What follows belongs to an exercise in optimizing a design on an open flow for small area, a short achievable clock period and few clock cycles per item; a production flow would make more cautious choices. Function was not checked in any run shown here: the RTL went through the layout flow alone. Power is estimated from default activity; no workload was simulated.

<file path="design/flow/design.v">
module par_engine (
  input  wire        clk,
  input  wire        rst,
  input  wire        cmd_valid,
  output reg         cmd_ready,
  input  wire [1:0]  cmd_mode,     
  input  wire [4:0]  cmd_n,        
  input  wire [4:0]  cmd_a,        
  input  wire [4:0]  cmd_b,        
  input  wire [11:0] cmd_cols,     
  input  wire        in_valid,
  output reg         in_ready,
  input  wire [63:0] in_data,
  output reg         out_valid,
  input  wire        out_ready,
  output reg  [63:0] out_data,
  output reg         out_last
);
  localparam [1:0] M_GEN = 2'd0, M_UPD = 2'd1, M_REC = 2'd2;
  localparam [1:0] S_IDLE = 2'd0, S_DEC = 2'd1, S_SET = 2'd2, S_RUN = 2'd3;
  function automatic [7:0] mul_g(input [7:0] x);        
    mul_g = {x[6:0], 1'b0} ^ (x[7] ? 8'h1d : 8'h00);
  endfunction
  function automatic [7:0] mul_ginv(input [7:0] x);     
    mul_ginv = {1'b0, x[7:1]} ^ (x[0] ? 8'h8e : 8'h00);
  endfunction
  function automatic [63:0] mul_w(input [63:0] w, input [7:0] c);
    reg [7:0] cg [0:7];
    reg [7:0] acc;
    integer i, l;
    begin
      cg[0] = c;
      for (i = 1; i < 8; i = i + 1) cg[i] = mul_g(cg[i-1]);
      for (l = 0; l < 8; l = l + 1) begin
        acc = 8'h00;
        for (i = 0; i < 8; i = i + 1)
          if (w[8*l + i]) acc = acc ^ cg[i];
        mul_w[8*l +: 8] = acc;
      end
    end
  endfunction
  function automatic [7:0] tab_t(input [4:0] d);
    case (d)
      5'd1:  tab_t = 8'hf4;  5'd2:  tab_t = 8'ha7;  5'd3:  tab_t = 8'h9d;
      5'd4:  tab_t = 8'h72;  5'd5:  tab_t = 8'hed;  5'd6:  tab_t = 8'h5f;
      5'd7:  tab_t = 8'h54;  5'd8:  tab_t = 8'ha0;  5'd9:  tab_t = 8'ha9;
      5'd10: tab_t = 8'hfb;  5'd11: tab_t = 8'h74;  5'd12: tab_t = 8'h85;
      5'd13: tab_t = 8'he4;  5'd14: tab_t = 8'hc0;  5'd15: tab_t = 8'h8a;
      5'd16: tab_t = 8'h67;  5'd17: tab_t = 8'hdc;  5'd18: tab_t = 8'h26;
      5'd19: tab_t = 8'h63;  5'd20: tab_t = 8'hf2;  5'd21: tab_t = 8'he9;
      default: tab_t = 8'h00;
    endcase
  endfunction
  reg [1:0]  state;
  reg [1:0]  mode;
  reg        rec, upd;
  reg [4:0]  n;               
  reg [4:0]  n_eff;           
  reg [4:0]  last_k;          
  reg [4:0]  lo, hi;          
  reg [4:0]  d;               
  reg        t_load;          
  reg        c_first_r;       
  reg        c_sec_x;         
  reg        c_two;           
  reg [11:0] cols_left;
  reg [4:0]  cnt_a, cnt_b;    
  reg [7:0]  alpha, beta;
  reg [4:0]  k;
  reg [7:0]  s;               
  reg [7:0]  c_cur;           
  reg        a_cur;           
  reg        first_cur;       
  reg        last_cur;        
  reg [63:0] acc_a, acc_r;
  reg        full;            
  reg        f_first_r, f_sec_x, f_two, f_last;
  reg [63:0] sec_data;
  reg        sec_valid, sec_last;
  wire cmd_fire = cmd_valid && cmd_ready;
  wire in_fire  = in_valid && in_ready;
  wire cap      = full && !out_valid;
  wire [4:0] k_nx    = last_cur ? 5'd0 : k + 5'd1;
  wire [7:0] s_nx    = last_cur ? alpha : mul_g(s);
  wire       lost_nx = rec && (k_nx == lo || k_nx == hi);
  wire       data_nx = (k_nx < n_eff);
  wire       p_nx    = (k_nx == n_eff);
  wire [7:0] c_nx    = lost_nx ? 8'h00 :
                       data_nx ? (s_nx ^ beta) :
                       p_nx    ? (upd ? 8'h00 : beta) :
                                 (upd ? 8'h01 : alpha);
  wire        r_rec   = (mode == M_REC);
  wire        r_upd   = (mode == M_UPD);
  wire        r_two   = r_rec && (hi != 5'd31);
  wire        r_swap  = r_two && (hi < lo);
  wire [4:0]  r_lo    = r_swap ? hi : lo;
  wire [4:0]  r_hi    = r_swap ? lo : hi;
  wire [4:0]  r_d     = r_swap ? lo - hi : hi - lo;
  wire [4:0]  n1      = n + 5'd1;
  wire        a_dt    = (lo < n),  b_dt = (hi < n);
  wire        a_p     = (lo == n), b_p  = (hi == n);
  wire        a_q     = (lo == n1), b_q = (hi == n1);
  wire        r_lo_dt = r_swap ? b_dt : a_dt;
  wire        r_hi_p  = r_swap ? a_p : b_p;
  wire        r_hi_q  = r_swap ? a_q : b_q;
  wire        r_lo_q  = a_q;                  
  wire        r_dd    = r_two && r_lo_dt && !r_hi_p && !r_hi_q;
  wire        r_dp    = r_two && r_lo_dt && r_hi_p;
  wire        r_dq    = r_two && r_lo_dt && r_hi_q;
  wire [4:0]  r_cnt_a = (r_dd || r_dp) ? r_lo : 5'd0;
  wire [4:0]  r_cnt_b = r_upd ? lo : r_dq ? r_lo : r_dd ? r_d : 5'd0;
  wire        r_lost0 = r_rec && (lo == 5'd0 || (r_two && hi == 5'd0));
  wire        r_steps = r_dd || (r_cnt_a != 5'd0) || (r_cnt_b != 5'd0);
  wire        set_done = !t_load && cnt_a == 5'd0 && cnt_b == 5'd0;
  wire        run_end  = in_fire && last_cur && (cols_left == 12'd1);
  reg [1:0] state_nx;
  always @* begin
    state_nx = state;
    case (state)
      S_IDLE: if (cmd_fire) state_nx = S_DEC;
      S_DEC:  state_nx = r_steps ? S_SET : S_RUN;
      S_SET:  if (set_done) state_nx = S_RUN;
      S_RUN:  if (run_end) state_nx = S_IDLE;
      default: state_nx = S_IDLE;
    endcase
  end
  wire full_nx      = (in_fire && last_cur) ? 1'b1 : cap ? 1'b0 : full;
  wire out_valid_nx = cap ? 1'b1 :
                      (out_valid && out_ready && !sec_valid) ? 1'b0 : out_valid;
  always @(posedge clk) begin
    if (rst) begin
      state     <= S_IDLE;
      cmd_ready <= 1'b1;
      in_ready  <= 1'b0;
      full      <= 1'b0;
      out_valid <= 1'b0;
      out_last  <= 1'b0;
      sec_valid <= 1'b0;
    end else begin
      state     <= state_nx;
      cmd_ready <= (state_nx == S_IDLE);
      in_ready  <= (state_nx == S_RUN) && !(full_nx && out_valid_nx);
      full      <= full_nx;
      out_valid <= out_valid_nx;
      case (state)
        S_IDLE: if (cmd_fire) begin
          mode      <= cmd_mode;
          n         <= cmd_n;
          lo        <= cmd_a;
          hi        <= cmd_b;
          cols_left <= cmd_cols;
        end
        S_DEC: begin
          rec       <= r_rec;
          upd       <= r_upd;
          n_eff     <= r_upd ? 5'd2 : n;
          last_k    <= (mode == M_GEN) ? n - 5'd1 : r_upd ? 5'd3 : n1;
          lo        <= r_rec ? r_lo : 5'd31;
          hi        <= r_two ? r_hi : 5'd31;
          d         <= r_d;
          t_load    <= r_dd;
          c_two     <= !r_rec || r_two;
          c_first_r <= r_rec && (r_two ? (r_dd || r_dp) : r_lo_q);
          c_sec_x   <= r_dd || r_dp;
          alpha     <= r_upd ? 8'h00 : 8'h01;
          beta      <= (r_upd || r_dq) ? 8'h01 : 8'h00;
          cnt_a     <= r_cnt_a;
          cnt_b     <= r_cnt_b;
          k         <= 5'd0;
          s         <= r_upd ? 8'h00 : 8'h01;
          c_cur     <= r_lost0 ? 8'h00 : 8'h01;
          a_cur     <= !r_lost0;
          first_cur <= 1'b1;
          last_cur  <= 1'b0;
        end
        S_SET: begin
          if (t_load) begin
            alpha  <= tab_t(d);
            beta   <= tab_t(d);
            t_load <= 1'b0;
          end else begin
            if (cnt_a != 5'd0) begin
              alpha <= mul_ginv(alpha);
              cnt_a <= cnt_a - 5'd1;
            end
            if (cnt_b != 5'd0) begin
              beta  <= mul_g(beta);
              cnt_b <= cnt_b - 5'd1;
            end
          end
          s     <= alpha;
          c_cur <= (rec && (lo == 5'd0 || hi == 5'd0)) ? 8'h00 : (alpha ^ beta);
        end
        S_RUN: if (in_fire) begin
          k         <= k_nx;
          s         <= s_nx;
          c_cur     <= c_nx;
          a_cur     <= !lost_nx && (data_nx || p_nx);
          first_cur <= last_cur;
          last_cur  <= (k_nx == last_k);
          if (last_cur) cols_left <= cols_left - 12'd1;
        end
        default: ;
      endcase
      if (in_fire) begin
        acc_a <= (first_cur ? 64'd0 : acc_a) ^ (a_cur ? in_data : 64'd0);
        acc_r <= (first_cur ? 64'd0 : acc_r) ^ mul_w(in_data, c_cur);
      end
      if (in_fire && last_cur) begin
        f_first_r <= c_first_r;
        f_sec_x   <= c_sec_x;
        f_two     <= c_two;
        f_last    <= (cols_left == 12'd1);
      end
      if (cap) begin
        out_data  <= f_first_r ? acc_r : acc_a;
        out_last  <= f_last && !f_two;
        sec_data  <= f_sec_x ? (acc_a ^ acc_r) : acc_r;
        sec_valid <= f_two;
        sec_last  <= f_last;
      end else if (out_valid && out_ready && sec_valid) begin
        out_data  <= sec_data;
        out_last  <= sec_last;
        sec_valid <= 1'b0;
      end
    end
  end
endmodule
</file>
<file path="design/flow/run.sh">
#!/bin/bash
# synth_recipe.tcl (not shown) runs the flow's synth.tcl, then flattens the netlist and writes it again
# the make line also repeats each setting of config.mk as NAME=value (left out here)
make -C /OpenROAD-flow-scripts/flow DESIGN_CONFIG=/design/flow/config.mk WORK_HOME=/design/flow/orfs CLKGATE_MAP_FILE= SYNTH_SCRIPT=/design/flow/synth_recipe.tcl finish
</file>
<file path="design/flow/config.mk">
export PLATFORM = sky130hd
export DESIGN_NAME = par_engine
export DESIGN_NICKNAME = par_engine
export VERILOG_FILES = /design/flow/design.v
export SDC_FILE = /design/flow/constraint.sdc
export NUM_CORES = 4
export LEC_CHECK = 0
export ABC_CLOCK_PERIOD_IN_PS = 3000
export CAP_MARGIN = 20
export CORE_MARGIN = 2
export CORE_UTILIZATION = 50
export SETUP_SLACK_MARGIN = 4.5
export SLEW_MARGIN = 20
</file>
<file path="design/flow/constraint.sdc">
create_clock -name core_clock -period 8.0 [get_ports {clk}]
set_input_delay 1.6000 -clock core_clock [delete_from_list [all_inputs] [get_ports {clk}]]
set_output_delay 1.6000 -clock core_clock [all_outputs]
set_load 0.01 [all_outputs]
</file>
==> results of run 1 <==
## placed cells by master (no fill, tap or decap), types with 45 or more instances in the layout
cell             instances
nand2_1                724
xnor2_1                609
edfxtp_1               361
clkdlybuf4s50_1        164
o21ai_0                140
nor2b_1                 97
nor2_1                  91
mux2i_1                 91
a21oi_1                 81
xor2_1                  73
buf_4                   63
nand2b_1                61
clkbuf_16               47
inv_1                   45
## sequential cells by signal, indices dropped and copies added, names as in the netlist, 8 cells and up, named ones only
register / cells
alpha: 8
acc_r: 64
cols_left: 12
out_data: 64
acc_a: 64
sec_data: 64
beta: 8
c_cur: 8
s: 8
## power groups by stage
stage | combinational (mW) | clock [mW] | sequential, mW
detailed placement | 5.05 | 0 | 2.88
global placement | 4.95 | 0 | 2.87
finish | 5.39 | 2.09 | 2.80
CTS | 5.25 | 2.13 | 2.81
global route | 5.86 | 2.20 | 2.82
floorplan | 4.01 | 0 | 2.78
## cell families after synthesis
family,share of synthesized area (%)
AND/OR/NAND/NOR,17.1
XOR/XNOR,22.8
flip-flops,41.6
AO/OA/AOI/OAI,8.32
buffers and inverters,3.65
multiplexers,4.50
adder cells (fa/ha/maj),2.01
## per-layer routing
layer / wire (um) / part of all wire [%] / global-route usage [%]
met1: 33200 / 43 / 36.0
met2: 37300 / 48 / 46.6
met3: 4620 / 6.0 / 4.54
met4: 2130 / 2.8 / 8.92
met5: 13 / 0.017 / 0
## through the flow
| step | setup slack (ns) | cell area [sq um] | cells | utilization, % | power, mW |
|---|---|---|---|---|---|
| final | 4.56 | 31000 | 3725 | 58.7 | 10.3 |
| after global routing | 4.41 | 31000 | 3723 | 58.7 | 10.9 |
| after CTS | 4.51 | 30700 | 3701 | 58.1 | 10.2 |
| after detailed placement | 3.15 | 29000 | 3602 | 54.8 | 7.92 |
| after global placement | 3.19 | 29000 | 3602 | 54.8 | 7.82 |
| after floorplan | 3.81 | 26900 | 2919 | - | 6.80 |
## how the worst max path moves through the flow
stage                     cells past startpoint         to
after CTS                                    11       flop
after global routing                         11  cmd_ready
final                                        11  cmd_ready
after global placement                        8       flop
after floorplan                               3   acc_a[0]
after detailed placement                      8       flop
## critical path: stages, from the launching register on
cell and delay (ns):
edfxtp_1 0.44, inv_1 0.18, ha_1 0.34, a21o_1 0.27, a21oi_4 0.27, nand3_4 0.24
mux2i_1 0.20, a211o_1 0.31, a31o_2 0.27, a211oi_1 0.29, o2111ai_2 0.22, a211o_1 0.31
## cells in the mapped netlist, types with 6 or more instances
cell	instances	area (sq um)
nor3_1	16	80.1
inv_1	47	176
dfxtp_1	16	320
a22oi_1	28	210
o21ai_0	141	706
and2_1	8	50.1
nand2_1	724	2720
buf_1	19	71.3
ha_1	40	500
a21oi_1	83	415
xnor2_1	615	5390
a211oi_1	8	60.1
nand3_1	22	110
or2_2	7	43.8
a31oi_1	18	113
nand3b_1	6	45.0
mux2_2	19	214
o22ai_1	19	119
and3_1	6	37.5
o21ai_1	6	30.0
edfxtp_1	361	10800
nand2b_1	62	388
nor2_1	93	349
clkbuf_1	172	646
nor2b_1	97	607
mux2i_1	95	951
a21boi_0	10	75.1
buf_2	12	60.1
xor2_1	78	683
## cell type report
class	instances	area, sq um
Sequential cell	377	11200
Fill cell	4637	21800
Antenna cell	2	5.00
Clock buffer	62	1260
Multi-Input combinational cell	2291	15100
Inverter	48	185
Tap cell	688	861
Clock inverter	21	211
Timing Repair Buffer	236	2240
## repair_timing
action / in CTS / in global routing
resized for setup: 26 / 22
setup buffers: 13 / 21
endpoints found under the hold margin: 0 / 0
cloned: 3 / 0
hold buffers: 0 / 0
pin swaps: 4 / 5
endpoints found under the setup margin: 155 / 50
==> results.py, run 1 <==
metrics = {
    "setup_path": {
        "r2r.worst_path.cells": 11,
        "crit_required_ns": 8.48,
        "worst_ep_arrival_time_ns": 3.91,
        "startpoint": "lo[3]",
        "reg2reg_slack_ns": 4.56,
        "crit_fanout": 12,
        "worstReg2RegStart": "lo[3]",
        "endpoint_kind": "flop",
        "critical_path_class": "flop to flop",
        "reg2reg_to": "cmd_ready",
        "timing.critical_path.from_type": "flop",
    },
    "clock_tree": {
        "clk_slew_on_worst_s_h_paths_ns": 0.06,
        "cts_buffers": 45,
        "clkLatencyLatePin_ns": 0.59,
        "numClockSinks": 377,
        "root_buffer": "clkbuf_16",
        "cts-htree-levels": 2,
        "tritoncts": "yes",
        "clock_path_buffers": 3,
    },
    "sta": {
        "setup_tns_ns": 0,
        "final_hold_viol_count": 0,
        "timing.hold.ws_ns": 0.420,
        "maxSlewHeadroom_pct": 26.7,
        "final_period_minus_worst_setup_slack_ns": 3.44,
        "worstMarginPinSlew_ns": 1.10,
        "setup-violations-final": 0,
        "min_period_over_period_pct": 43.0,
        "fin_worst_skew_ns": 0.0182,
        "grt_setup_unrepaired": "yes",
        "timing_max_transition_violations_final": 0,
        "max_clock_freq_mhz": 291,
    },
    "synthesis": {
        "postSynth.topFlopCell": "edfxtp_1",
        "synth_cell_type_count": 71,
        "synth.cell_area_sq_um": 26900,
        "mean_cell_area_of_the_mapped_netlist_sq_um": 9.20,
        "postSynthNetCount": 3059,
        "asyncSetResetFlopFracSynth_pct": 0,
        "synth.yosys.seq_area_share_pct": 41.6,
        "ys_ff_latch": 377,
        "count_of_flip_flops_with_a_built_in_enable_after_synthesis": 361,
        "synth_cells": 2919,
        "synthesis.yosys.warnings": 2,
    },
    "route": {
        "avgViaCountPerCell": 5.58,
        "route.vias.total": 20791,
        "first_pass_detailed_route_iteration_total": 6,
        "detail_route.drc_violations": 0,
        "finalWirelength_um": 77200,
        "wl_per_cell_um": 20.7,
        "first_iter_violations": 1697,
        "postRouteAntennaNets": 0,
    },
    "min_path": {
        "hold_depth": 0,
        "worst_hold_endpoint": "f_sec_x",
        "hold_start": "c_sec_x",
        "hold_class": "flop to flop",
    },
    "job": {
        "max_cap_viol_count": 0,
    },
    "die": {
        "initial_core_util_pct": 50.8,
        "core.rowCount": 84,
        "die_y_um": 236,
        "floorplan.die.width_um": 236,
        "io-pin-count": 166,
        "core_region_area_sq_um": 52900,
        "area_of_the_die_sq_um": 55600,
    },
    "power": {
        "leakage_power_figure_nw": 11.1,
        "vdd_ir_drop_max_v": 0.000236,
        "switchingPower_mw": 4.02,
        "cell_internal_pwr_mw": 6.26,
        "powerDensity_nw_per_um2": 331,
        "share_of_total_power_in_the_clock_network_pct": 20.4,
        "sw_frac_of_total_pct": 39.1,
        "combPwrFrac_pct": 52.4,
        "power.sequential.fraction_pct": 27.2,
    },
    "grt": {
        "grt_antenna_before_repair": 2,
        "grt_start_max_net_pins": 129,
        "grt_first_pass_wirelength_um": 120000,
        "grt_overflow": 0,
        "grt_pass1_vias": 20667,
        "groute.usage.overall_pct": 27.5,
    },
    "place": {
        "place.detailed.hpwl_um": 48400,
        "numPortBuffers": 165,
        "globalplace.congestion": 0.902,
    },
    "run_status": {
        "status": "timing/DRC/antenna clean",
    },
    "cells_and_area": {
        "area_delta_synth_final_pct": 15.5,
        "nets": 3139,
        "post_route_cells_drive_above_1_share_pct": 7.08,
    },
}
==> run 2: changes to the inputs <==
==> design/flow/config.mk (replaced) <==
export PLATFORM = sky130hd
export DESIGN_NAME = par_engine
export DESIGN_NICKNAME = par_engine
export VERILOG_FILES = /design/flow/design.v
export SDC_FILE = /design/flow/constraint.sdc
export NUM_CORES = 4
export LEC_CHECK = 0
export ABC_CLOCK_PERIOD_IN_PS = 2500
export CAP_MARGIN = 20
export CORE_MARGIN = 2
export CORE_UTILIZATION = 55
export SETUP_SLACK_MARGIN = 5
export SLEW_MARGIN = 20
==> run 2 against run 1 <==
  * Final cell count barely moved
  * Critical path type unchanged
  * Maximum frequency increased by 5.7%
  * Critical path depth did not move
  * Largest power group unchanged
  * Critical endpoint unchanged
  * Area after synthesis did not move
  * Non-clock buffer count rose by 75
  * First-iteration DRC count grew 9.5%
  * Highest routed layer unchanged
  * Worst setup slack improved by 0.18 ns
  * Sequential share of layout area down 1.3 points
==> results.py, run 2 <==
metrics = {
    "route": {
        "route.layer.met1.wl_um": 31500,
        "dr_wl_met2_um": 39100,
        "route.vias.total": 21376,
        "highest_layer": "met5",
        "first_pass_detailed_route_iteration_total": 6,
        "wl_met3_um": 4700,
        "first_iter_violations": 1858,
        "postRouteAntennaNets": 0,
        "finalWirelength_um": 78800,
        "detail_route.drc_violations": 0,
        "wl_per_cell_um": 21.2,
        "avgViaCountPerCell": 5.74,
    },
    "power": {
        "leakage_power_figure_nw": 12.0,
        "power.sequential.fraction_pct": 25.6,
        "vdd_ir_drop_max_v": 0.000224,
        "combPwrFrac_pct": 55.0,
        "power_mw": 10.9,
        "cell_internal_pwr_mw": 6.67,
        "share_of_total_power_in_the_clock_network_pct": 19.4,
        "switchingPower_mw": 4.24,
        "sw_frac_of_total_pct": 38.8,
        "powerDensity_nw_per_um2": 338,
    },
    "sta": {
        "fin_worst_skew_ns": 0.0211,
        "grt_setup_unrepaired": "yes",
        "final_hold_viol_count": 0,
        "worstMarginPinSlew_ns": 1.07,
        "maxSlewHeadroom_pct": 27.9,
        "final_period_minus_worst_setup_slack_ns": 3.25,
        "min_period_over_period_pct": 40.6,
        "setup-violations-final": 0,
        "timing_max_transition_violations_final": 0,
        "max_clock_freq_mhz": 308,
        "setup_tns_ns": 0,
    },
    "setup_path": {
        "critical_path_class": "flop to flop",
        "timing.critical_path.from_type": "flop",
        "worst_ep_arrival_time_ns": 3.72,
        "crit_fanout": 9,
        "crit_required_ns": 8.46,
        "endpoint_kind": "flop",
    },
    "min_path": {
        "hold_class": "flop to flop",
    },
    "synthesis": {
        "synth_fa_ha_area_share_pct": 2.01,
        "synth_cell_type_count": 71,
        "synth_compound_area_share_pct": 8.32,
        "largest_family_of_logic_cells_by_synthesized_area": "XOR/XNOR gates",
        "synth.cell_area_sq_um": 26900,
        "synth.yosys.seq_area_share_pct": 41.6,
        "synthesis.yosys.warnings": 2,
        "synth.area.mux_share_pct": 4.50,
        "postSynth.topFlopCell": "edfxtp_1",
        "simple_gate_share_of_the_synthesized_area_pct": 17.1,
        "asyncSetResetFlopFracSynth_pct": 0,
        "count_of_flip_flops_with_a_built_in_enable_after_synthesis": 361,
        "mean_cell_area_of_the_mapped_netlist_sq_um": 9.20,
        "area_share_of_xor_xnor_cells_in_the_synthesized_design_pct": 22.8,
        "ys_ff_latch": 377,
        "yosysMostFrequentCell": "nand2_1",
        "post-synth-top-area-cell": "edfxtp_1",
        "synth_top_cells_by_area": "edfxtp_1 40%, xnor2_1 20%, nand2_1 10%, mux2i_1 3.5%, o21ai_0 2.6%",
        "synthTopCellsByCount": "724 x nand2_1, 615 x xnor2_1, 361 x edfxtp_1",
        "synth_cells": 2919,
        "postSynthNetCount": 3059,
        "synth.top_cell.area_share_pct": 40.4,
    },
    "job": {
        "max_cap_viol_count": 0,
    },
    "clock_tree": {
        "root_buffer": "clkbuf_16",
        "cts_buffers": 44,
        "clk_slew_on_worst_s_h_paths_ns": 0.06,
        "postCtsHoldBufs": 0,
        "cts-htree-levels": 2,
        "clock_path_buffers": 3,
        "tritoncts": "yes",
        "numClockSinks": 377,
        "clkLatencyLatePin_ns": 0.59,
    },
    "cells_and_area": {
        "leading_cell_types_in_the_layout_fill_and_taps_excluded": "721 x nand2_1, 604 x xnor2_1, 361 x edfxtp_1",
        "final-seq-area_sq_um": 11200,
        "multi_input_logic_area_sq_um": 15600,
        "nets": 3216,
        "post_route_cells_drive_above_1_share_pct": 11.3,
        "fillers": 3764,
        "layout_commonest_cell": "nand2_1",
        "final-instance-count-excl-fill": 3722,
        "area_delta_synth_final_pct": 19.9,
    },
    "die": {
        "io-pin-count": 166,
        "core.rowCount": 80,
        "core_region_area_sq_um": 47900,
        "area_of_the_die_sq_um": 50600,
        "initial_core_util_pct": 56.0,
        "floorplan.die.width_um": 225,
        "die_y_um": 225,
    },
    "place": {
        "numPortBuffers": 165,
        "globalplace.congestion": 0.917,
        "post-place-cells": 3528,
        "place.detailed.hpwl_um": 47600,
    },
    "run_status": {
        "status": "timing/DRC/antenna clean",
    },
    "grt": {
        "grt_antenna_before_repair": 3,
        "grt_overflow": 0,
        "grt_first_pass_wirelength_um": 120000,
        "grt_pass1_vias": 21102,
        "groute.usage.overall_pct": 30.5,
        "grt_start_max_net_pins": 129,
    },
}
## run 2: cells by family (layout without fill, tap and decap cells)
| group | Yosys count | after routing |
|---|---|---|
| AO/OA/AOI/OAI | 368 | 369 |
| flip-flops | 377 | 377 |
| buffers and inverters | 254 | 434 |
| other | 0 | 2 |
| adder cells (fa/ha/maj) | 42 | 42 |
| AND/OR/NAND/NOR | 1065 | 1067 |
| multiplexers | 116 | 118 |
| XOR/XNOR | 697 | 698 |
## run 2: layout make-up
cell class                 instances  area share (%)
sequential                       377            34.7
tap                              615            2.39
timing repair buffer             311            9.21
inverter                          48           0.614
clock buffer                      49            3.61
antenna                            2          0.0155
multi-input combinational       2294            48.5
clock inverter                    26           0.994
## run 2: routing by layer
layer  vias to the layer above  track usage (%)
li1                      10009                -
met1                     10376             37.4
met2                       771             53.7
met3                       216             4.13
met4                         4             12.8
met5                         -                0
## run 2: per-stage QoR
stage	utilization (%)	hold slack, ns	setup slack (ns)	area (sq um)
detailed placement	60.5	0.409	3.41	29000
floorplan	-	0.400	3.81	27100
CTS	65.8	0.423	4.80	31500
finish	67.2	0.423	4.75	32200
global placement	60.5	0.403	3.47	29000
global route	67.2	0.424	4.67	32200
## run 2: worst paths after layout
kind | start | endpoint | slack (ns) | cells after the start
worst max-delay path | n[0] | cmd_ready | 4.75 | 11
worst min-delay path | c_sec_x | f_sec_x | 0.42 | 0
worst max register to register | n[0] | cmd_ready | 4.75 | 11
worst min register to register | c_sec_x | f_sec_x | 0.42 | 0
## run 2: what timing repair did
| item | CTS | global route |
|---|---|---|
| pin swaps | 30 | 19 |
| buffers inserted | 75 | 33 |
| setup endpoints to repair | 455 | 125 |
| endpoints found under the hold margin | 0 | 0 |
| gates resized for setup | 190 | 79 |
| gates cloned | 4 | 5 |
## run 2: power by group through the flow
stage | registers (mW) | logic, mW | clock network (mW)
2_1_floorplan | 2.78 | 4.08 | 0
4_1_cts | 2.79 | 5.60 | 2.14
6_report | 2.79 | 6.00 | 2.12
3_3_place_gp | 2.88 | 4.95 | 0
5_1_grt | 2.81 | 6.44 | 2.21
3_5_place_dp | 2.88 | 5.08 | 0
## run 2: worst max-delay path: stages (launching register included)
cell and delay (ns):
edfxtp_1 0.50, inv_2 0.13, ha_4 0.21, xor2_1 0.14
a311o_1 0.37, a2111oi_4 0.28, buf_4 0.21, and2_2 0.22
o21ai_2 0.18, a221oi_2 0.39, o2111ai_4 0.21, a211o_1 0.31

static timing again, ports no longer ideal:
The results above use ideal ports. As a check the final layouts listed here were re-extracted and re-timed, cells and wires unchanged. Step 1 sets driving cells, clkbuf_16 on the clock port and buf_2 on the other inputs (assumed; they add their load-dependent delay and slew). Step 2 times the ports against the registers' clock, not the clock port: input delays grow and output delays shrink by t, the midpoint of the rising clock arrivals with the driver on. Three values: ideal ports, drivers, drivers and shift; two values: the first two.
run | shift t [ns] | slack for setup (ns) | hold WS [ns] | worst slew at a driven data input, ns
run 1 | 0.641 | 4.564 / 4.564 / 4.129 | 0.420 / 0.420 / 0.420 | 0.12
run 2 | 0.637 | 4.748 / 4.748 / 4.311 | 0.423 / 0.423 / 0.423 | 0.12
After both steps every run listed still meets setup and hold. For run 2, which loses most, drivers alone change the setup slack by 0.000 ns; drivers and shift together by -0.437 ns.
